This is an optimization exercise on Yosys and OpenROAD, whose aim is small area, a short achievable clock period and few clock cycles, not a production implementation. In this exercise RTL edits were held to simulation tests only and were not proved equivalent to the original.

==> flow/design.v, too long to show whole: its modules and the start of the top module <==
// module blk_blend: 3893 lines
// module blk_fix: 10 lines
// module blk_fa: 10 lines
// module blk_ha: 9 lines
module blk_blend (
    input  wire        clk,
    input  wire        rst,
    input  wire        in_valid,
    output wire        in_ready,
    input  wire        in_per_pixel,
    input  wire [19:0] in_alpha,
    input  wire [79:0] in_src,
    input  wire [79:0] in_dst,
    output wire        out_valid,
    input  wire        out_ready,
    output wire [79:0] out_pix
);
  // ...
==> flow/flow/run.sh <==
#!/bin/bash
# The standard layout, with the resizer's setup repair aiming for more slack
# than the clock period needs (the constraints themselves are unchanged).
set -euo pipefail
cd "$(dirname "$0")/.."
bash standard.sh finish SETUP_SLACK_MARGIN=9.5 > make_finish.log 2>&1
==> flow/standard.sh <==
#!/bin/bash
# synth_recipe.tcl (not shown) runs the flow's synth.tcl, then flattens the netlist and writes it again
# the make line also repeats each setting of config.mk as NAME=value (left out here)
make -C /OpenROAD-flow-scripts/flow DESIGN_CONFIG=/design/flow/config.mk WORK_HOME=/design/flow/orfs CLKGATE_MAP_FILE= SYNTH_SCRIPT=/design/flow/synth_recipe.tcl "${@:-finish}"
==> flow/config.mk <==
export PLATFORM = sky130hd
export DESIGN_NAME = blk_blend
export DESIGN_NICKNAME = blk_blend
export VERILOG_FILES = /design/flow/design.v
export SDC_FILE = /design/flow/constraint.sdc
export NUM_CORES = 4
export LEC_CHECK = 0
export ABC_AREA = 1
export CAP_MARGIN = 20
export CORE_MARGIN = 2
export CORE_UTILIZATION = 60
export PLACE_DENSITY = 0.72
export SLEW_MARGIN = 20
export SYNTH_HIERARCHICAL = 1
export SYNTH_MINIMUM_KEEP_SIZE = 0
==> flow/constraint.sdc <==
create_clock -name core_clock -period 14.0 [get_ports {clk}]
set_input_delay 2.8000 -clock core_clock [delete_from_list [all_inputs] [get_ports {clk}]]
set_output_delay 2.8000 -clock core_clock [all_outputs]
set_load 0.01 [all_outputs]
==> summary.md, run 1 <==
| Metric | Value |
|---|---|
| WP data required | `14100 ps` |
| Cells on worst reg2reg path | `8` |
| DP Worst Slack | `8440 ps` |
| Buf/Inv on CP | `2` |
| Clock Tree Root | `clkbuf_16` |
| HP Start | `er1[14]` |
| Pins Over Slew Limit | `0` |
| Width of the die | `419 um` |
| Count leader, synth | `nand2_1` |
| CP startpoint | `out_ready` |
| Endpoint, Worst Hold | `er2[14]` |
| Max-Slew Margin vs Limit | `0.0736` |
| Routed wire length | `346 mm` |
| Top Family by Delay on Critical Path | `buffers and inverters` |
| Wire per inst | `25.0 um` |
| Bufs w/o clock | `405` |
| Status | `no timing/DRC/antenna violations` |
| Hold-fix buffers at CTS | `0` |
| Worst Hold Class | `reg2reg` |
| First-pass GRT wire length | `512 mm` |
| Nonclk inv count | `1479` |
| # nets final | `13112` |
| Final hold violation count | `0` |
| Largest stage delay on the critical path | `1130 ps` |
| Std-Cell Rows | `152` |
| Bufs on Longest Clock Path | `3` |
| DIE AREA | `176000 sq um` |
| Syn Inst Count | `11412` |
| Worst Clk Skew | `63.0 ps` |
Testbench counts, summed over its fixed seeds: cycles 12,040.
==> module blk_fix, before the edit <==
module blk_fix (
    input  wire [39:0] c0,
    input  wire [39:0] c1,
    output wire [19:0] q
);
    wire [39:0] p  = c0 + c1;
    wire [20:0] fx = {1'b0, p[19:0]} + {1'b0, p[39:20]};
    wire [19:0] p1 = p[39:20] + 20'd1;
    assign q = fx[20] ? p1 : p[39:20];
endmodule
==> run 2, diff against run 1 <==
--- a/flow/design.v
+++ b/flow/design.v
@@ -39,56 +39,55 @@
             if (o_free) ov <= kv || arrive;
             kv  <= kv_nx;
             adv <= !kv_nx;
             busy <= kv_nx;
         end
         if (o_free) opix <= kv ? kpix : res;
         if (!kv) kpix <= res;
     end
-    wire ie1_0 = in_src[0] ^ 1'b0;
-    wire ie2_0 = (in_src[1] & ~in_src[0] & ~1'b0) | (~in_src[1] & in_src[0] & 1'b0);
-    wire ien_0 = in_src[1];
-    wire ie1_1 = in_src[2] ^ in_src[1];
-    wire ie2_1 = (in_src[3] & ~in_src[2] & ~in_src[1]) | (~in_src[3] & in_src[2] & in_src[1]);
-    wire ien_1 = in_src[3];
-    wire ie1_2 = in_src[4] ^ in_src[3];
-    wire ie2_2 = (in_src[5] & ~in_src[4] & ~in_src[3]) | (~in_src[5] & in_src[4] & in_src[3]);
-    wire ien_2 = in_src[5];
-    wire ie1_3 = in_src[6] ^ in_src[5];
-    wire ie2_3 = (in_src[7] & ~in_src[6] & ~in_src[5]) | (~in_src[7] & in_src[6] & in_src[5]);
-    wire ien_3 = in_src[7];
-    wire ie1_4 = in_src[8] ^ in_src[7];
-    wire ie2_4 = (in_src[9] & ~in_src[8] & ~in_src[7]) | (~in_src[9] & in_src[8] & in_src[7]);
-    wire ien_4 = in_src[9];
-    wire ie1_5 = in_src[10] ^ in_src[9];
-    wire ie2_5 = (in_src[11] & ~in_src[10] & ~in_src[9]) | (~in_src[11] & in_src[10] & in_src[9]);
-    wire ien_5 = in_src[11];
-    wire ie1_6 = in_src[12] ^ in_src[11];
-    wire ie2_6 = (in_src[13] & ~in_src[12] & ~in_src[11]) | (~in_src[13] & in_src[12] & in_src[11]);
-    wire ien_6 = in_src[13];
-    wire ie1_7 = in_src[14] ^ in_src[13];
-    wire ie2_7 = (in_src[15] & ~in_src[14] & ~in_src[13]) | (~in_src[15] & in_src[14] & in_src[13]);
-    wire ien_7 = in_src[15];
-    wire ie1_8 = in_src[16] ^ in_src[15];
-    wire ie2_8 = (in_src[17] & ~in_src[16] & ~in_src[15]) | (~in_src[17] & in_src[16] & in_src[15]);
-    wire ien_8 = in_src[17];
-    wire ie1_9 = in_src[18] ^ in_src[17];
-    wire ie2_9 = (in_src[19] & ~in_src[18] & ~in_src[17]) | (~in_src[19] & in_src[18] & in_src[17]);
-    wire ien_9 = in_src[19];
-    wire ie1_10 = 1'b0 ^ in_src[19];
-    wire ie2_10 = (1'b0 & ~1'b0 & ~in_src[19]) | (~1'b0 & 1'b0 & in_src[19]);
+    wire [19:0] ax = in_per_pixel ? in_src[19:0] : 20'hfffff;
+    wire ie1_0 = ax[0] ^ 1'b0;
+    wire ie2_0 = (ax[1] & ~ax[0] & ~1'b0) | (~ax[1] & ax[0] & 1'b0);
+    wire ien_0 = ax[1];
+    wire ie1_1 = ax[2] ^ ax[1];
+    wire ie2_1 = (ax[3] & ~ax[2] & ~ax[1]) | (~ax[3] & ax[2] & ax[1]);
+    wire ien_1 = ax[3];
+    wire ie1_2 = ax[4] ^ ax[3];
+    wire ie2_2 = (ax[5] & ~ax[4] & ~ax[3]) | (~ax[5] & ax[4] & ax[3]);
+    wire ien_2 = ax[5];
+    wire ie1_3 = ax[6] ^ ax[5];
+    wire ie2_3 = (ax[7] & ~ax[6] & ~ax[5]) | (~ax[7] & ax[6] & ax[5]);
+    wire ien_3 = ax[7];
+    wire ie1_4 = ax[8] ^ ax[7];
+    wire ie2_4 = (ax[9] & ~ax[8] & ~ax[7]) | (~ax[9] & ax[8] & ax[7]);
+    wire ien_4 = ax[9];
+    wire ie1_5 = ax[10] ^ ax[9];
+    wire ie2_5 = (ax[11] & ~ax[10] & ~ax[9]) | (~ax[11] & ax[10] & ax[9]);
+    wire ien_5 = ax[11];
+    wire ie1_6 = ax[12] ^ ax[11];
+    wire ie2_6 = (ax[13] & ~ax[12] & ~ax[11]) | (~ax[13] & ax[12] & ax[11]);
+    wire ien_6 = ax[13];
+    wire ie1_7 = ax[14] ^ ax[13];
+    wire ie2_7 = (ax[15] & ~ax[14] & ~ax[13]) | (~ax[15] & ax[14] & ax[13]);
+    wire ien_7 = ax[15];
+    wire ie1_8 = ax[16] ^ ax[15];
+    wire ie2_8 = (ax[17] & ~ax[16] & ~ax[15]) | (~ax[17] & ax[16] & ax[15]);
+    wire ien_8 = ax[17];
+    wire ie1_9 = ax[18] ^ ax[17];
+    wire ie2_9 = (ax[19] & ~ax[18] & ~ax[17]) | (~ax[19] & ax[18] & ax[17]);
+    wire ien_9 = ax[19];
+    wire ie1_10 = 1'b0 ^ ax[19];
+    wire ie2_10 = (1'b0 & ~1'b0 & ~ax[19]) | (~1'b0 & 1'b0 & ax[19]);
     wire ien_10 = 1'b0;
-    reg        pp0;
     reg [19:0] al0;
     reg [79:20] s0;
     reg [79:0] d0;
     reg [10:0] q1_0, q2_0, qn_0;
     always @(posedge clk) if (adv) begin
-        pp0 <= in_per_pixel;
         al0 <= in_alpha;
         s0  <= in_src[79:20];
         d0  <= in_dst;
         q1_0[0] <= ie1_0; q2_0[0] <= ie2_0; qn_0[0] <= ien_0;
         q1_0[1] <= ie1_1; q2_0[1] <= ie2_1; qn_0[1] <= ien_1;
         q1_0[2] <= ie1_2; q2_0[2] <= ie2_2; qn_0[2] <= ien_2;
         q1_0[3] <= ie1_3; q2_0[3] <= ie2_3; qn_0[3] <= ien_3;
         q1_0[4] <= ie1_4; q2_0[4] <= ie2_4; qn_0[4] <= ien_4;
@@ -770,34 +769,30 @@
     blk_fa u_tp_s207 (.a(tp_b9_p20), .b(tp_s170), .c(tp_c169), .s(tp_s207), .co(tp_c207));
     wire tp_s208, tp_c208;
     blk_fa u_tp_s208 (.a(tp_b10_p19), .b(tp_b9_s), .c(tp_c170), .s(tp_s208), .co(tp_c208));
     wire [39:0] tp_r0 = {tp_c207, tp_c206, tp_c205, tp_c204, tp_c203, tp_c202, tp_c201, tp_c200, tp_c199, tp_c198, tp_c197, tp_c196, tp_c195, tp_c194, tp_c193, tp_c192, tp_c191, tp_c190, tp_c189, tp_c188, tp_c187, tp_c186, tp_c185, tp_c184, tp_c183, tp_c182, tp_c181, tp_c180, tp_c179, tp_c178, tp_c177, tp_c176, tp_c175, tp_c174, tp_c173, tp_c172, tp_c171, tp_s171, tp_b0_p1, qn_0[0]};
     wire [39:0] tp_r1 = {tp_s208, tp_s207, tp_s206, tp_s205, tp_s204, tp_s203, tp_s202, tp_s201, tp_s200, tp_s199, tp_s198, tp_s197, tp_s196, tp_s195, tp_s194, tp_s193, tp_s192, tp_s191, tp_s190, tp_s189, tp_s188, tp_s187, tp_s186, tp_s185, tp_s184, tp_s183, tp_s182, tp_s181, tp_s180, tp_s179, tp_s178, tp_s177, tp_s176, tp_s175, tp_s174, tp_s173, tp_s172, tp_b1_p0, 1'b0, tp_b0_p0};
     wire [20:0] er = {1'b0, s0[79:60]} - {1'b0, d0[79:60]};
     wire [20:0] eg = {1'b0, s0[59:40]} - {1'b0, d0[59:40]};
     wire [20:0] eb = {1'b0, s0[39:20]} - {1'b0, d0[39:20]};
-    reg        pp1;
-    reg [19:0] al1;
     reg [39:0] ac0, ac1;
     reg [20:0] er1, eg1, eb1;
     reg [79:0] d1;
     always @(posedge clk) if (adv) begin
-        pp1 <= pp0;
-        al1 <= al0;
         ac0 <= tp_r0;
         ac1 <= tp_r1;
         er1 <= er;
         eg1 <= eg;
         eb1 <= eb;
         d1  <= d0;
     end
     wire [19:0] aq;
     blk_fix u_fp (.c0(ac0), .c1(ac1), .q(aq));
-    wire [19:0] aa = pp1 ? aq : al1;
+    wire [19:0] aa = aq;
     wire ae1_0 = aa[0] ^ 1'b0;
     wire ae2_0 = (aa[1] & ~aa[0] & ~1'b0) | (~aa[1] & aa[0] & 1'b0);
     wire aen_0 = aa[1];
     wire ae1_1 = aa[2] ^ aa[1];
     wire ae2_1 = (aa[3] & ~aa[2] & ~aa[1]) | (~aa[3] & aa[2] & aa[1]);
     wire aen_1 = aa[3];
     wire ae1_2 = aa[4] ^ aa[3];
     wire ae2_2 = (aa[5] & ~aa[4] & ~aa[3]) | (~aa[5] & aa[4] & aa[3]);
@@ -3891,20 +3886,404 @@
     blk_fix u_fb (.c0(cb0), .c1(cb1), .q(res[39:20]));
     blk_fix u_fa (.c0(ca0), .c1(ca1), .q(res[19:0]));
 endmodule
 module blk_fix (
     input  wire [39:0] c0,
     input  wire [39:0] c1,
     output wire [19:0] q
 );
-    wire [39:0] p  = c0 + c1;
-    wire [20:0] fx = {1'b0, p[19:0]} + {1'b0, p[39:20]};
-    wire [19:0] p1 = p[39:20] + 20'd1;
-    assign q = fx[20] ? p1 : p[39:20];
+    wire [39:0] g = c0 & c1;
+    wire [39:0] t = c0 ^ c1;
+    wire s_G0_1 = g[1] | (t[1] & g[0]);
+    wire s_P0_1 = t[1] & t[0];
+    wire s_G0_3 = g[3] | (t[3] & g[2]);
+    wire s_P0_3 = t[3] & t[2];
+    wire s_G0_5 = g[5] | (t[5] & g[4]);
+    wire s_P0_5 = t[5] & t[4];
+    wire s_G0_7 = g[7] | (t[7] & g[6]);
+    wire s_P0_7 = t[7] & t[6];
+    wire s_G0_9 = g[9] | (t[9] & g[8]);
+    wire s_P0_9 = t[9] & t[8];
+    wire s_G0_11 = g[11] | (t[11] & g[10]);
+    wire s_P0_11 = t[11] & t[10];
+    wire s_G0_13 = g[13] | (t[13] & g[12]);
+    wire s_P0_13 = t[13] & t[12];
+    wire s_G0_15 = g[15] | (t[15] & g[14]);
+    wire s_P0_15 = t[15] & t[14];
+    wire s_G0_17 = g[17] | (t[17] & g[16]);
+    wire s_P0_17 = t[17] & t[16];
+    wire s_G0_19 = g[19] | (t[19] & g[18]);
+    wire s_P0_19 = t[19] & t[18];
+    wire s_G0_21 = g[21] | (t[21] & g[20]);
+    wire s_P0_21 = t[21] & t[20];
+    wire s_G0_23 = g[23] | (t[23] & g[22]);
+    wire s_P0_23 = t[23] & t[22];
+    wire s_G0_25 = g[25] | (t[25] & g[24]);
+    wire s_P0_25 = t[25] & t[24];
+    wire s_G0_27 = g[27] | (t[27] & g[26]);
+    wire s_P0_27 = t[27] & t[26];
+    wire s_G0_29 = g[29] | (t[29] & g[28]);
+    wire s_P0_29 = t[29] & t[28];
+    wire s_G0_31 = g[31] | (t[31] & g[30]);
+    wire s_P0_31 = t[31] & t[30];
+    wire s_G0_33 = g[33] | (t[33] & g[32]);
+    wire s_P0_33 = t[33] & t[32];
+    wire s_G0_35 = g[35] | (t[35] & g[34]);
+    wire s_P0_35 = t[35] & t[34];
+    wire s_G0_37 = g[37] | (t[37] & g[36]);
+    wire s_P0_37 = t[37] & t[36];
+    wire s_G0_39 = g[39] | (t[39] & g[38]);
+    wire s_P0_39 = t[39] & t[38];
+    wire s_G1_2 = g[2] | (t[2] & s_G0_1);
+    wire s_P1_2 = t[2] & s_P0_1;
+    wire s_G1_3 = s_G0_3 | (s_P0_3 & s_G0_1);
+    wire s_P1_3 = s_P0_3 & s_P0_1;
+    wire s_G1_6 = g[6] | (t[6] & s_G0_5);
+    wire s_P1_6 = t[6] & s_P0_5;
+    wire s_G1_7 = s_G0_7 | (s_P0_7 & s_G0_5);
+    wire s_P1_7 = s_P0_7 & s_P0_5;
+    wire s_G1_10 = g[10] | (t[10] & s_G0_9);
+    wire s_P1_10 = t[10] & s_P0_9;
+    wire s_G1_11 = s_G0_11 | (s_P0_11 & s_G0_9);
+    wire s_P1_11 = s_P0_11 & s_P0_9;
+    wire s_G1_14 = g[14] | (t[14] & s_G0_13);
+    wire s_P1_14 = t[14] & s_P0_13;
+    wire s_G1_15 = s_G0_15 | (s_P0_15 & s_G0_13);
+    wire s_P1_15 = s_P0_15 & s_P0_13;
+    wire s_G1_18 = g[18] | (t[18] & s_G0_17);
+    wire s_P1_18 = t[18] & s_P0_17;
+    wire s_G1_19 = s_G0_19 | (s_P0_19 & s_G0_17);
+    wire s_P1_19 = s_P0_19 & s_P0_17;
+    wire s_G1_22 = g[22] | (t[22] & s_G0_21);
+    wire s_P1_22 = t[22] & s_P0_21;
+    wire s_G1_23 = s_G0_23 | (s_P0_23 & s_G0_21);
+    wire s_P1_23 = s_P0_23 & s_P0_21;
+    wire s_G1_26 = g[26] | (t[26] & s_G0_25);
+    wire s_P1_26 = t[26] & s_P0_25;
+    wire s_G1_27 = s_G0_27 | (s_P0_27 & s_G0_25);
+    wire s_P1_27 = s_P0_27 & s_P0_25;
+    wire s_G1_30 = g[30] | (t[30] & s_G0_29);
+    wire s_P1_30 = t[30] & s_P0_29;
+    wire s_G1_31 = s_G0_31 | (s_P0_31 & s_G0_29);
+    wire s_P1_31 = s_P0_31 & s_P0_29;
+    wire s_G1_34 = g[34] | (t[34] & s_G0_33);
+    wire s_P1_34 = t[34] & s_P0_33;
+    wire s_G1_35 = s_G0_35 | (s_P0_35 & s_G0_33);
+    wire s_P1_35 = s_P0_35 & s_P0_33;
+    wire s_G1_38 = g[38] | (t[38] & s_G0_37);
+    wire s_P1_38 = t[38] & s_P0_37;
+    wire s_G1_39 = s_G0_39 | (s_P0_39 & s_G0_37);
+    wire s_P1_39 = s_P0_39 & s_P0_37;
+    wire s_G2_4 = g[4] | (t[4] & s_G1_3);
+    wire s_P2_4 = t[4] & s_P1_3;
+    wire s_G2_5 = s_G0_5 | (s_P0_5 & s_G1_3);
+    wire s_P2_5 = s_P0_5 & s_P1_3;
+    wire s_G2_6 = s_G1_6 | (s_P1_6 & s_G1_3);
+    wire s_P2_6 = s_P1_6 & s_P1_3;
+    wire s_G2_7 = s_G1_7 | (s_P1_7 & s_G1_3);
+    wire s_P2_7 = s_P1_7 & s_P1_3;
+    wire s_G2_12 = g[12] | (t[12] & s_G1_11);
+    wire s_P2_12 = t[12] & s_P1_11;
+    wire s_G2_13 = s_G0_13 | (s_P0_13 & s_G1_11);
+    wire s_P2_13 = s_P0_13 & s_P1_11;
+    wire s_G2_14 = s_G1_14 | (s_P1_14 & s_G1_11);
+    wire s_P2_14 = s_P1_14 & s_P1_11;
+    wire s_G2_15 = s_G1_15 | (s_P1_15 & s_G1_11);
+    wire s_P2_15 = s_P1_15 & s_P1_11;
+    wire s_G2_20 = g[20] | (t[20] & s_G1_19);
+    wire s_P2_20 = t[20] & s_P1_19;
+    wire s_G2_21 = s_G0_21 | (s_P0_21 & s_G1_19);
+    wire s_P2_21 = s_P0_21 & s_P1_19;
+    wire s_G2_22 = s_G1_22 | (s_P1_22 & s_G1_19);
+    wire s_P2_22 = s_P1_22 & s_P1_19;
+    wire s_G2_23 = s_G1_23 | (s_P1_23 & s_G1_19);
+    wire s_P2_23 = s_P1_23 & s_P1_19;
+    wire s_G2_28 = g[28] | (t[28] & s_G1_27);
+    wire s_P2_28 = t[28] & s_P1_27;
+    wire s_G2_29 = s_G0_29 | (s_P0_29 & s_G1_27);
+    wire s_P2_29 = s_P0_29 & s_P1_27;
+    wire s_G2_30 = s_G1_30 | (s_P1_30 & s_G1_27);
+    wire s_P2_30 = s_P1_30 & s_P1_27;
+    wire s_G2_31 = s_G1_31 | (s_P1_31 & s_G1_27);
+    wire s_P2_31 = s_P1_31 & s_P1_27;
+    wire s_G2_36 = g[36] | (t[36] & s_G1_35);
+    wire s_P2_36 = t[36] & s_P1_35;
+    wire s_G2_37 = s_G0_37 | (s_P0_37 & s_G1_35);
+    wire s_P2_37 = s_P0_37 & s_P1_35;
+    wire s_G2_38 = s_G1_38 | (s_P1_38 & s_G1_35);
+    wire s_P2_38 = s_P1_38 & s_P1_35;
+    wire s_G2_39 = s_G1_39 | (s_P1_39 & s_G1_35);
+    wire s_P2_39 = s_P1_39 & s_P1_35;
+    wire s_G3_8 = g[8] | (t[8] & s_G2_7);
+    wire s_P3_8 = t[8] & s_P2_7;
+    wire s_G3_9 = s_G0_9 | (s_P0_9 & s_G2_7);
+    wire s_P3_9 = s_P0_9 & s_P2_7;
+    wire s_G3_10 = s_G1_10 | (s_P1_10 & s_G2_7);
+    wire s_P3_10 = s_P1_10 & s_P2_7;
+    wire s_G3_11 = s_G1_11 | (s_P1_11 & s_G2_7);
+    wire s_P3_11 = s_P1_11 & s_P2_7;
+    wire s_G3_12 = s_G2_12 | (s_P2_12 & s_G2_7);
+    wire s_P3_12 = s_P2_12 & s_P2_7;
+    wire s_G3_13 = s_G2_13 | (s_P2_13 & s_G2_7);
+    wire s_P3_13 = s_P2_13 & s_P2_7;
+    wire s_G3_14 = s_G2_14 | (s_P2_14 & s_G2_7);
+    wire s_P3_14 = s_P2_14 & s_P2_7;
+    wire s_G3_15 = s_G2_15 | (s_P2_15 & s_G2_7);
+    wire s_P3_15 = s_P2_15 & s_P2_7;
+    wire s_G3_24 = g[24] | (t[24] & s_G2_23);
+    wire s_P3_24 = t[24] & s_P2_23;
+    wire s_G3_25 = s_G0_25 | (s_P0_25 & s_G2_23);
+    wire s_P3_25 = s_P0_25 & s_P2_23;
+    wire s_G3_26 = s_G1_26 | (s_P1_26 & s_G2_23);
+    wire s_P3_26 = s_P1_26 & s_P2_23;
+    wire s_G3_27 = s_G1_27 | (s_P1_27 & s_G2_23);
+    wire s_P3_27 = s_P1_27 & s_P2_23;
+    wire s_G3_28 = s_G2_28 | (s_P2_28 & s_G2_23);
+    wire s_P3_28 = s_P2_28 & s_P2_23;
+    wire s_G3_29 = s_G2_29 | (s_P2_29 & s_G2_23);
+    wire s_P3_29 = s_P2_29 & s_P2_23;
+    wire s_G3_30 = s_G2_30 | (s_P2_30 & s_G2_23);
+    wire s_P3_30 = s_P2_30 & s_P2_23;
+    wire s_G3_31 = s_G2_31 | (s_P2_31 & s_G2_23);
+    wire s_P3_31 = s_P2_31 & s_P2_23;
+    wire s_G4_16 = g[16] | (t[16] & s_G3_15);
+    wire s_P4_16 = t[16] & s_P3_15;
+    wire s_G4_17 = s_G0_17 | (s_P0_17 & s_G3_15);
+    wire s_P4_17 = s_P0_17 & s_P3_15;
+    wire s_G4_18 = s_G1_18 | (s_P1_18 & s_G3_15);
+    wire s_P4_18 = s_P1_18 & s_P3_15;
+    wire s_G4_19 = s_G1_19 | (s_P1_19 & s_G3_15);
+    wire s_P4_19 = s_P1_19 & s_P3_15;
+    wire s_G4_20 = s_G2_20 | (s_P2_20 & s_G3_15);
+    wire s_P4_20 = s_P2_20 & s_P3_15;
+    wire s_G4_21 = s_G2_21 | (s_P2_21 & s_G3_15);
+    wire s_P4_21 = s_P2_21 & s_P3_15;
+    wire s_G4_22 = s_G2_22 | (s_P2_22 & s_G3_15);
+    wire s_P4_22 = s_P2_22 & s_P3_15;
+    wire s_G4_23 = s_G2_23 | (s_P2_23 & s_G3_15);
+    wire s_P4_23 = s_P2_23 & s_P3_15;
+    wire s_G4_24 = s_G3_24 | (s_P3_24 & s_G3_15);
+    wire s_P4_24 = s_P3_24 & s_P3_15;
+    wire s_G4_25 = s_G3_25 | (s_P3_25 & s_G3_15);
+    wire s_P4_25 = s_P3_25 & s_P3_15;
+    wire s_G4_26 = s_G3_26 | (s_P3_26 & s_G3_15);
+    wire s_P4_26 = s_P3_26 & s_P3_15;
+    wire s_G4_27 = s_G3_27 | (s_P3_27 & s_G3_15);
+    wire s_P4_27 = s_P3_27 & s_P3_15;
+    wire s_G4_28 = s_G3_28 | (s_P3_28 & s_G3_15);
+    wire s_P4_28 = s_P3_28 & s_P3_15;
+    wire s_G4_29 = s_G3_29 | (s_P3_29 & s_G3_15);
+    wire s_P4_29 = s_P3_29 & s_P3_15;
+    wire s_G4_30 = s_G3_30 | (s_P3_30 & s_G3_15);
+    wire s_P4_30 = s_P3_30 & s_P3_15;
+    wire s_G4_31 = s_G3_31 | (s_P3_31 & s_G3_15);
+    wire s_P4_31 = s_P3_31 & s_P3_15;
+    wire s_G5_32 = g[32] | (t[32] & s_G4_31);
+    wire s_P5_32 = t[32] & s_P4_31;
+    wire s_G5_33 = s_G0_33 | (s_P0_33 & s_G4_31);
+    wire s_P5_33 = s_P0_33 & s_P4_31;
+    wire s_G5_34 = s_G1_34 | (s_P1_34 & s_G4_31);
+    wire s_P5_34 = s_P1_34 & s_P4_31;
+    wire s_G5_35 = s_G1_35 | (s_P1_35 & s_G4_31);
+    wire s_P5_35 = s_P1_35 & s_P4_31;
+    wire s_G5_36 = s_G2_36 | (s_P2_36 & s_G4_31);
+    wire s_P5_36 = s_P2_36 & s_P4_31;
+    wire s_G5_37 = s_G2_37 | (s_P2_37 & s_G4_31);
+    wire s_P5_37 = s_P2_37 & s_P4_31;
+    wire s_G5_38 = s_G2_38 | (s_P2_38 & s_G4_31);
+    wire s_P5_38 = s_P2_38 & s_P4_31;
+    wire s_G5_39 = s_G2_39 | (s_P2_39 & s_G4_31);
+    wire s_P5_39 = s_P2_39 & s_P4_31;
+    wire [39:0] p;
+    assign p[0] = t[0];
+    assign p[1] = t[1] ^ g[0];
+    assign p[2] = t[2] ^ s_G0_1;
+    assign p[3] = t[3] ^ s_G1_2;
+    assign p[4] = t[4] ^ s_G1_3;
+    assign p[5] = t[5] ^ s_G2_4;
+    assign p[6] = t[6] ^ s_G2_5;
+    assign p[7] = t[7] ^ s_G2_6;
+    assign p[8] = t[8] ^ s_G2_7;
+    assign p[9] = t[9] ^ s_G3_8;
+    assign p[10] = t[10] ^ s_G3_9;
+    assign p[11] = t[11] ^ s_G3_10;
+    assign p[12] = t[12] ^ s_G3_11;
+    assign p[13] = t[13] ^ s_G3_12;
+    assign p[14] = t[14] ^ s_G3_13;
+    assign p[15] = t[15] ^ s_G3_14;
+    assign p[16] = t[16] ^ s_G3_15;
+    assign p[17] = t[17] ^ s_G4_16;
+    assign p[18] = t[18] ^ s_G4_17;
+    assign p[19] = t[19] ^ s_G4_18;
+    assign p[20] = t[20] ^ s_G4_19;
+    assign p[21] = t[21] ^ s_G4_20;
+    assign p[22] = t[22] ^ s_G4_21;
+    assign p[23] = t[23] ^ s_G4_22;
+    assign p[24] = t[24] ^ s_G4_23;
+    assign p[25] = t[25] ^ s_G4_24;
+    assign p[26] = t[26] ^ s_G4_25;
+    assign p[27] = t[27] ^ s_G4_26;
+    assign p[28] = t[28] ^ s_G4_27;
+    assign p[29] = t[29] ^ s_G4_28;
+    assign p[30] = t[30] ^ s_G4_29;
+    assign p[31] = t[31] ^ s_G4_30;
+    assign p[32] = t[32] ^ s_G4_31;
+    assign p[33] = t[33] ^ s_G5_32;
+    assign p[34] = t[34] ^ s_G5_33;
+    assign p[35] = t[35] ^ s_G5_34;
+    assign p[36] = t[36] ^ s_G5_35;
+    assign p[37] = t[37] ^ s_G5_36;
+    assign p[38] = t[38] ^ s_G5_37;
+    assign p[39] = t[39] ^ s_G5_38;
+    wire [19:0] lo = p[19:0];
+    wire [19:0] hi = p[39:20];
+    wire [19:0] fg = lo & hi;
+    wire [19:0] fp = lo ^ hi;
+    wire f_g0_0 = fg[1] | (fp[1] & fg[0]);
+    wire f_p0_0 = fp[1] & fp[0];
+    wire f_g0_2 = fg[3] | (fp[3] & fg[2]);
+    wire f_p0_2 = fp[3] & fp[2];
+    wire f_g0_4 = fg[5] | (fp[5] & fg[4]);
+    wire f_p0_4 = fp[5] & fp[4];
+    wire f_g0_6 = fg[7] | (fp[7] & fg[6]);
+    wire f_p0_6 = fp[7] & fp[6];
+    wire f_g0_8 = fg[9] | (fp[9] & fg[8]);
+    wire f_p0_8 = fp[9] & fp[8];
+    wire f_g0_10 = fg[11] | (fp[11] & fg[10]);
+    wire f_p0_10 = fp[11] & fp[10];
+    wire f_g0_12 = fg[13] | (fp[13] & fg[12]);
+    wire f_p0_12 = fp[13] & fp[12];
+    wire f_g0_14 = fg[15] | (fp[15] & fg[14]);
+    wire f_p0_14 = fp[15] & fp[14];
+    wire f_g0_16 = fg[17] | (fp[17] & fg[16]);
+    wire f_p0_16 = fp[17] & fp[16];
+    wire f_g0_18 = fg[19] | (fp[19] & fg[18]);
+    wire f_p0_18 = fp[19] & fp[18];
+    wire f_g1_0 = f_g0_2 | (f_p0_2 & f_g0_0);
+    wire f_p1_0 = f_p0_2 & f_p0_0;
+    wire f_g1_2 = f_g0_6 | (f_p0_6 & f_g0_4);
+    wire f_p1_2 = f_p0_6 & f_p0_4;
+    wire f_g1_4 = f_g0_10 | (f_p0_10 & f_g0_8);
+    wire f_p1_4 = f_p0_10 & f_p0_8;
+    wire f_g1_6 = f_g0_14 | (f_p0_14 & f_g0_12);
+    wire f_p1_6 = f_p0_14 & f_p0_12;
+    wire f_g1_8 = f_g0_18 | (f_p0_18 & f_g0_16);
+    wire f_p1_8 = f_p0_18 & f_p0_16;
+    wire f_g2_0 = f_g1_2 | (f_p1_2 & f_g1_0);
+    wire f_p2_0 = f_p1_2 & f_p1_0;
+    wire f_g2_2 = f_g1_6 | (f_p1_6 & f_g1_4);
+    wire f_p2_2 = f_p1_6 & f_p1_4;
+    wire f_g3_0 = f_g2_2 | (f_p2_2 & f_g2_0);
+    wire f_p3_0 = f_p2_2 & f_p2_0;
+    wire f_g4_0 = f_g1_8 | (f_p1_8 & f_g3_0);
+    wire f_p4_0 = f_p1_8 & f_p3_0;
+    wire c = f_g4_0;
+    wire i_G0_1 = 1'b0 | (hi[1] & 1'b0);
+    wire i_P0_1 = hi[1] & hi[0];
+    wire i_G0_3 = 1'b0 | (hi[3] & 1'b0);
+    wire i_P0_3 = hi[3] & hi[2];
+    wire i_G0_5 = 1'b0 | (hi[5] & 1'b0);
+    wire i_P0_5 = hi[5] & hi[4];
+    wire i_G0_7 = 1'b0 | (hi[7] & 1'b0);
+    wire i_P0_7 = hi[7] & hi[6];
+    wire i_G0_9 = 1'b0 | (hi[9] & 1'b0);
+    wire i_P0_9 = hi[9] & hi[8];
+    wire i_G0_11 = 1'b0 | (hi[11] & 1'b0);
+    wire i_P0_11 = hi[11] & hi[10];
+    wire i_G0_13 = 1'b0 | (hi[13] & 1'b0);
+    wire i_P0_13 = hi[13] & hi[12];
+    wire i_G0_15 = 1'b0 | (hi[15] & 1'b0);
+    wire i_P0_15 = hi[15] & hi[14];
+    wire i_G0_17 = 1'b0 | (hi[17] & 1'b0);
+    wire i_P0_17 = hi[17] & hi[16];
+    wire i_G0_19 = 1'b0 | (hi[19] & 1'b0);
+    wire i_P0_19 = hi[19] & hi[18];
+    wire i_G1_2 = 1'b0 | (hi[2] & i_G0_1);
+    wire i_P1_2 = hi[2] & i_P0_1;
+    wire i_G1_3 = i_G0_3 | (i_P0_3 & i_G0_1);
+    wire i_P1_3 = i_P0_3 & i_P0_1;
+    wire i_G1_6 = 1'b0 | (hi[6] & i_G0_5);
+    wire i_P1_6 = hi[6] & i_P0_5;
+    wire i_G1_7 = i_G0_7 | (i_P0_7 & i_G0_5);
+    wire i_P1_7 = i_P0_7 & i_P0_5;
+    wire i_G1_10 = 1'b0 | (hi[10] & i_G0_9);
+    wire i_P1_10 = hi[10] & i_P0_9;
+    wire i_G1_11 = i_G0_11 | (i_P0_11 & i_G0_9);
+    wire i_P1_11 = i_P0_11 & i_P0_9;
+    wire i_G1_14 = 1'b0 | (hi[14] & i_G0_13);
+    wire i_P1_14 = hi[14] & i_P0_13;
+    wire i_G1_15 = i_G0_15 | (i_P0_15 & i_G0_13);
+    wire i_P1_15 = i_P0_15 & i_P0_13;
+    wire i_G1_18 = 1'b0 | (hi[18] & i_G0_17);
+    wire i_P1_18 = hi[18] & i_P0_17;
+    wire i_G1_19 = i_G0_19 | (i_P0_19 & i_G0_17);
+    wire i_P1_19 = i_P0_19 & i_P0_17;
+    wire i_G2_4 = 1'b0 | (hi[4] & i_G1_3);
+    wire i_P2_4 = hi[4] & i_P1_3;
+    wire i_G2_5 = i_G0_5 | (i_P0_5 & i_G1_3);
+    wire i_P2_5 = i_P0_5 & i_P1_3;
+    wire i_G2_6 = i_G1_6 | (i_P1_6 & i_G1_3);
+    wire i_P2_6 = i_P1_6 & i_P1_3;
+    wire i_G2_7 = i_G1_7 | (i_P1_7 & i_G1_3);
+    wire i_P2_7 = i_P1_7 & i_P1_3;
+    wire i_G2_12 = 1'b0 | (hi[12] & i_G1_11);
+    wire i_P2_12 = hi[12] & i_P1_11;
+    wire i_G2_13 = i_G0_13 | (i_P0_13 & i_G1_11);
+    wire i_P2_13 = i_P0_13 & i_P1_11;
+    wire i_G2_14 = i_G1_14 | (i_P1_14 & i_G1_11);
+    wire i_P2_14 = i_P1_14 & i_P1_11;
+    wire i_G2_15 = i_G1_15 | (i_P1_15 & i_G1_11);
+    wire i_P2_15 = i_P1_15 & i_P1_11;
+    wire i_G3_8 = 1'b0 | (hi[8] & i_G2_7);
+    wire i_P3_8 = hi[8] & i_P2_7;
+    wire i_G3_9 = i_G0_9 | (i_P0_9 & i_G2_7);
+    wire i_P3_9 = i_P0_9 & i_P2_7;
+    wire i_G3_10 = i_G1_10 | (i_P1_10 & i_G2_7);
+    wire i_P3_10 = i_P1_10 & i_P2_7;
+    wire i_G3_11 = i_G1_11 | (i_P1_11 & i_G2_7);
+    wire i_P3_11 = i_P1_11 & i_P2_7;
+    wire i_G3_12 = i_G2_12 | (i_P2_12 & i_G2_7);
+    wire i_P3_12 = i_P2_12 & i_P2_7;
+    wire i_G3_13 = i_G2_13 | (i_P2_13 & i_G2_7);
+    wire i_P3_13 = i_P2_13 & i_P2_7;
+    wire i_G3_14 = i_G2_14 | (i_P2_14 & i_G2_7);
+    wire i_P3_14 = i_P2_14 & i_P2_7;
+    wire i_G3_15 = i_G2_15 | (i_P2_15 & i_G2_7);
+    wire i_P3_15 = i_P2_15 & i_P2_7;
+    wire i_G4_16 = 1'b0 | (hi[16] & i_G3_15);
+    wire i_P4_16 = hi[16] & i_P3_15;
+    wire i_G4_17 = i_G0_17 | (i_P0_17 & i_G3_15);
+    wire i_P4_17 = i_P0_17 & i_P3_15;
+    wire i_G4_18 = i_G1_18 | (i_P1_18 & i_G3_15);
+    wire i_P4_18 = i_P1_18 & i_P3_15;
+    wire i_G4_19 = i_G1_19 | (i_P1_19 & i_G3_15);
+    wire i_P4_19 = i_P1_19 & i_P3_15;
+    wire [19:0] h1;
+    assign h1[0] = ~hi[0];
+    assign h1[1] = hi[1] ^ hi[0];
+    assign h1[2] = hi[2] ^ i_P0_1;
+    assign h1[3] = hi[3] ^ i_P1_2;
+    assign h1[4] = hi[4] ^ i_P1_3;
+    assign h1[5] = hi[5] ^ i_P2_4;
+    assign h1[6] = hi[6] ^ i_P2_5;
+    assign h1[7] = hi[7] ^ i_P2_6;
+    assign h1[8] = hi[8] ^ i_P2_7;
+    assign h1[9] = hi[9] ^ i_P3_8;
+    assign h1[10] = hi[10] ^ i_P3_9;
+    assign h1[11] = hi[11] ^ i_P3_10;
+    assign h1[12] = hi[12] ^ i_P3_11;
+    assign h1[13] = hi[13] ^ i_P3_12;
+    assign h1[14] = hi[14] ^ i_P3_13;
+    assign h1[15] = hi[15] ^ i_P3_14;
+    assign h1[16] = hi[16] ^ i_P3_15;
+    assign h1[17] = hi[17] ^ i_P4_16;
+    assign h1[18] = hi[18] ^ i_P4_17;
+    assign h1[19] = hi[19] ^ i_P4_18;
+    assign q = c ? h1 : hi;
 endmodule
 module blk_fa (
     input  wire a,
     input  wire b,
     input  wire c,
     output wire s,
     output wire co
 );
==> flow/flow/run.sh (replaced) <==
#!/bin/bash
# The standard layout, with two changes to how it is made (the constraints
# themselves are unchanged):
#  - the resizer's setup repair aims for more slack than the period needs;
#  - every port still gets a buffer, but a plain buf_2 rather than the
#    delay-cell buffer that buffer_ports picks on its own.
# make's output goes to make_finish.log; each ORFS step keeps its own log
# under orfs/logs.
set -euo pipefail
cd "$(dirname "$0")/.."
bash standard.sh finish SETUP_SLACK_MARGIN=9.9 \
    "BUFFER_PORTS_ARGS=-buffer_cell sky130_fd_sc_hd__buf_2" > make_finish.log 2>&1
==> flow/config.mk (replaced) <==
export PLATFORM = sky130hd
export DESIGN_NAME = blk_blend
export DESIGN_NICKNAME = blk_blend
export VERILOG_FILES = /design/flow/design.v
export SDC_FILE = /design/flow/constraint.sdc
export NUM_CORES = 4
export LEC_CHECK = 0
export ABC_AREA = 1
export CAP_MARGIN = 20
export CORE_MARGIN = 2
export CORE_UTILIZATION = 50
export PLACE_DENSITY = 0.65
export SLEW_MARGIN = 20
export SYNTH_HIERARCHICAL = 1
export SYNTH_MINIMUM_KEEP_SIZE = 0
==> summary.md, run 2 <==
| Metric | Value |
|---|---|
| Status | `no timing/DRC/antenna violations` |
| Wire per inst | `26.9 um (+7.6%)` |
| CP Capture Point | `a2_2[2]` |
| Residual overflow from global routing | `0` |
| CP startpoint | `ac0[20]` |
| Hold-fix buffers at CTS | `0 (unchanged)` |
| Worst EP arrival | `4840 ps` |
| Critical path startpoint category | `flop` |
| Routed wire length | `326 mm (-5.8%)` |
| Main synth FF type | `edfxtp_1` |
| Clock Tree Root | `clkbuf_16` |
| Post-synth top area share | `0.307` |
| Max-Slew Margin vs Limit | `0.204 (+0.130)` |
| Worst Max-Slew Pin Slew | `1190 ps` |
| Top post-synthesis cells by count | `1414 x nand2_1, 1154 x xor2_1, 1064 x fa_1` |
| Number of flops mapped to enable cells by yosys | `982` |
| Number of DRC markers in iteration 0 | `9052` |
| Avg Vias per Cell | `6.08` |
| # clock sinks | `1069` |
| Synth-to-Final Area Change | `16.5%` |
| Post-route ant nets | `0` |
| Share of layout cells above drive strength 1 | `0.216` |
| Clk slew on worst S/H paths | `60 ps` |
| FFs w/ async S/R, synth | `0` |
| Via count | `73510` |
| # IOs | `267` |
| Clock period minus worst slack | `4270 ps` |
| WP data required | `14560 ps (+460 ps)` |
| FF-to-FF End | `a2_2[2]` |
| Core area | `191000 sq um` |
| Setup_tns | `0 ps` |
| Synth Area in XOR/XNOR | `0.120` |
| # nets final | `11224 (-14%)` |
| Std-Cell Rows | `160 (+5.3%)` |
| CTS buffer count | `131` |
| Pins Over Slew Limit | `0 (unchanged)` |
| Number of port buffers | `266` |
| Crit. End Element | `flop` |
| Post-DP HPWL | `205 mm` |
| 1st-pass router iterations | `8` |
| RSZ-0062 raised after global routing | `yes` |
| Simple-gate share of the synthesized area | `0.102` |
| Synth area leader | `edfxtp_1` |
| Clock Latency Late Sink | `830 ps` |
| Most area-consuming cells after synthesis | `edfxtp_1 31%, fa_1 22%, xor2_1 11%` |
| DP Worst Slack | `8660 ps (+221 ps)` |
| Width of the die | `442 um (+5.5%)` |
| #FFs+latches synth | `1069` |
| Period utilisation layout | `0.305` |
| Starting Density | `0.504` |
| Register area share after synthesis | `0.325` |
| HP Start | `d1[29]` |
| Largest net degree at the start of global routing | `179` |
| Setup ws final | `9730 ps` |
| Post-synthesis adder-cell area fraction | `0.287` |
| DIE AREA | `196000 sq um (+11%)` |
| Count leader, synth | `nand2_1` |
| H-tree levels | `4` |
| Reg2reg setup slack | `9730 ps` |
| Final setup fails | `0` |
| Achievable Freq | `234 MHz` |
| CTS tree | `built` |
| Placer congestion estimate | `0.989` |
| Max cap viols | `0` |
| Residual DRC | `0` |
| Final hold violation count | `0 (unchanged)` |
| Synth warn | `7` |
| Syn Inst Count | `9074 (-20%)` |
| Worst Path Class, Setup | `reg2reg` |
| Commonest non-fill, non-tap cells in the layout | `1192 x nand2_1, 1128 x xor2_1, 1049 x fa_1, 982 x edfxtp_1, 817 x o22ai_1` |
| Most common cell after layout, fill and taps aside | `nand2_1` |
| Syn avg cell area | `10.6 sq um` |
| Vias in the first global route | `72803` |
| Fillers | `15616` |
| Mux contribution to synthesized area | `0.00106` |
| DIE HEIGHT | `442 um` |
| Initial antenna violation count | `12` |
| Post-Syn Area | `96100 sq um` |
| Synth cell types | `51` |
| First-pass GRT wire length | `458 mm (-11%)` |
| Critical path peak fanout | `7` |
| Synth Area in Compound Gates | `0.0955` |
| Largest family of logic cells by synthesized area | `adder cells` |
| Reg2reg start | `ac0[20]` |
| Cells on worst reg2reg path | `23 (+15)` |
| GRT Util Overall | `0.310` |
| Worst Clk Skew | `32.9 ps (-30.1 ps)` |
| Worst Hold Class | `reg2reg` |
| Bufs on Longest Clock Path | `3 (unchanged)` |
-- run 2: cell count changes in the layout (fill, tap and decap cells not counted), moves of 68 or more --
cell | before | now
buf_4 | 84 | 326
nand2_1 | 2786 | 1192
inv_1 | 1403 | 777
o22ai_2 | 0 | 163
nand3_1 | 397 | 218
nand2_4 | 1 | 74
clkdlybuf4s50_1 | 217 | 0
o22ai_1 | 980 | 817
nor2_1 | 565 | 240
nand4_1 | 133 | 45
xor2_1 | 1243 | 1128
nand2_2 | 54 | 235
buf_2 | 0 | 263
inv_2 | 16 | 84
-- run 2: critical path: stages, from the launching register on --
cell and delay [ps]:
edfxtp_1 410, ha_1 390, nand2_1 110, nor2_1 190, nand2_2 160, nor2_2 160, nand2_4 70, nand2_4 80
inv_2 40, fa_2 570, inv_2 70, ha_4 260, inv_2 30, nor2_2 90, nand4_1 160, nor2_1 170
nand2_2 100, nand2_4 160, nand2_8 150, nand2_8 130, nand2_1 70, nand2_1 140, nor2_2 70, mux2_4 260
-- run 2: Yosys stat by module, one instance, submodules excluded --
module	flip-flops and latches	area [sq um]	cells inside
blk_ha	0	12.5	1
blk_fix	0	3070	508
blk_fa	0	20.0	1
blk_blend	1069	58600	5380
-- run 2: logic make-up after synthesis --
| kind of cell | Yosys count |
|---|---|
| compound gates | 1329 |
| fa+ha+maj | 1566 |
| mux | 9 |
| other cells | 1 |
| xor+xnor | 1294 |
| simple gates | 2269 |
| buf+inv | 1537 |
| flops | 1069 |
-- run 2: metal layers --
layer,track usage,wire (um),vias up
met3,0.122,46800,1152
met2,0.441,134000,5088
met5,0.00659,592,-
li1,-,-,31188
met4,0.158,20200,28
met1,0.410,124000,36054
-- run 2: metrics by stage --
step	utilization	instances	hold WS [ps]	instance area, sq um
global route	0.587	12089	404	112000
finish	0.587	12098	392	112000
global placement	0.517	11401	401	98500
CTS	0.565	11870	401	108000
detailed placement	0.517	11401	405	98500
floorplan	-	9079	400	96100
-- run 2: final cells by class --
class	count	area (sq um)	share of cell area
Antenna cell	11	27.5	0.000246
Sequential cell	1069	31200	0.279
Multi-Input combinational cell	6501	61700	0.552
Timing Repair inverter	55	347	0.00310
Clock inverter	80	867	0.00774
Clock buffer	156	3480	0.0310
Timing Repair Buffer	746	6960	0.0621
Inverter	969	4160	0.0371
Tap cell	2511	3140	0.0281
-- run 2: how the worst min path moves through the flow --
stage                     endpoint  slack, ps  depth (start not counted)
after floorplan              d1[0]        400                          0
after global placement       d1[2]        400                          0
after detailed placement    d2[12]        400                          0
after CTS                   d2[29]        400                          0
after global routing        d2[29]        400                          0
final                       d2[29]        390                          0
-- run 2: what timing repair did --
item	in CTS	in global routing
gates resized for setup	561	506
cloned	60	63
pin swaps	152	240
buffers inserted	173	154
endpoints found under the setup margin	559	465
Testbench counts of run 2, summed over its fixed seeds: cycles 12,040.

[static timing again, ports no longer ideal]
No port has a modelled driver above. Below, the same layouts with a new extraction and two added sets of constraints.
Step 1: set_driving_cell puts a clkbuf_16 on clk and a buf_2 on each other input, an assumption about the parent block.
Step 2 also shifts input and output timing later by t, the mid clock arrival at the registers, as if the neighbouring blocks saw the same clock.
Slacks: ideal / step 1 / step 2; pairs: ideal / step 1.
run	t, ns	setup WS [ns]	hold slack, ns	clock arrival spread, ns	worst slew at a driven data input, ns
run 1	0.887	9.470 / 9.443 / 8.645	0.379 / 0.379 / 0.379	0.063 / 0.063	0.08
run 2	0.897	9.727 / 9.663 / 9.727	0.392 / 0.392 / 0.392	0.037 / 0.037	0.06
After both steps setup and hold are still met in every run listed. For run 1, which loses most, drivers alone change the setup slack by -0.027 ns; drivers and shift together by -0.825 ns.
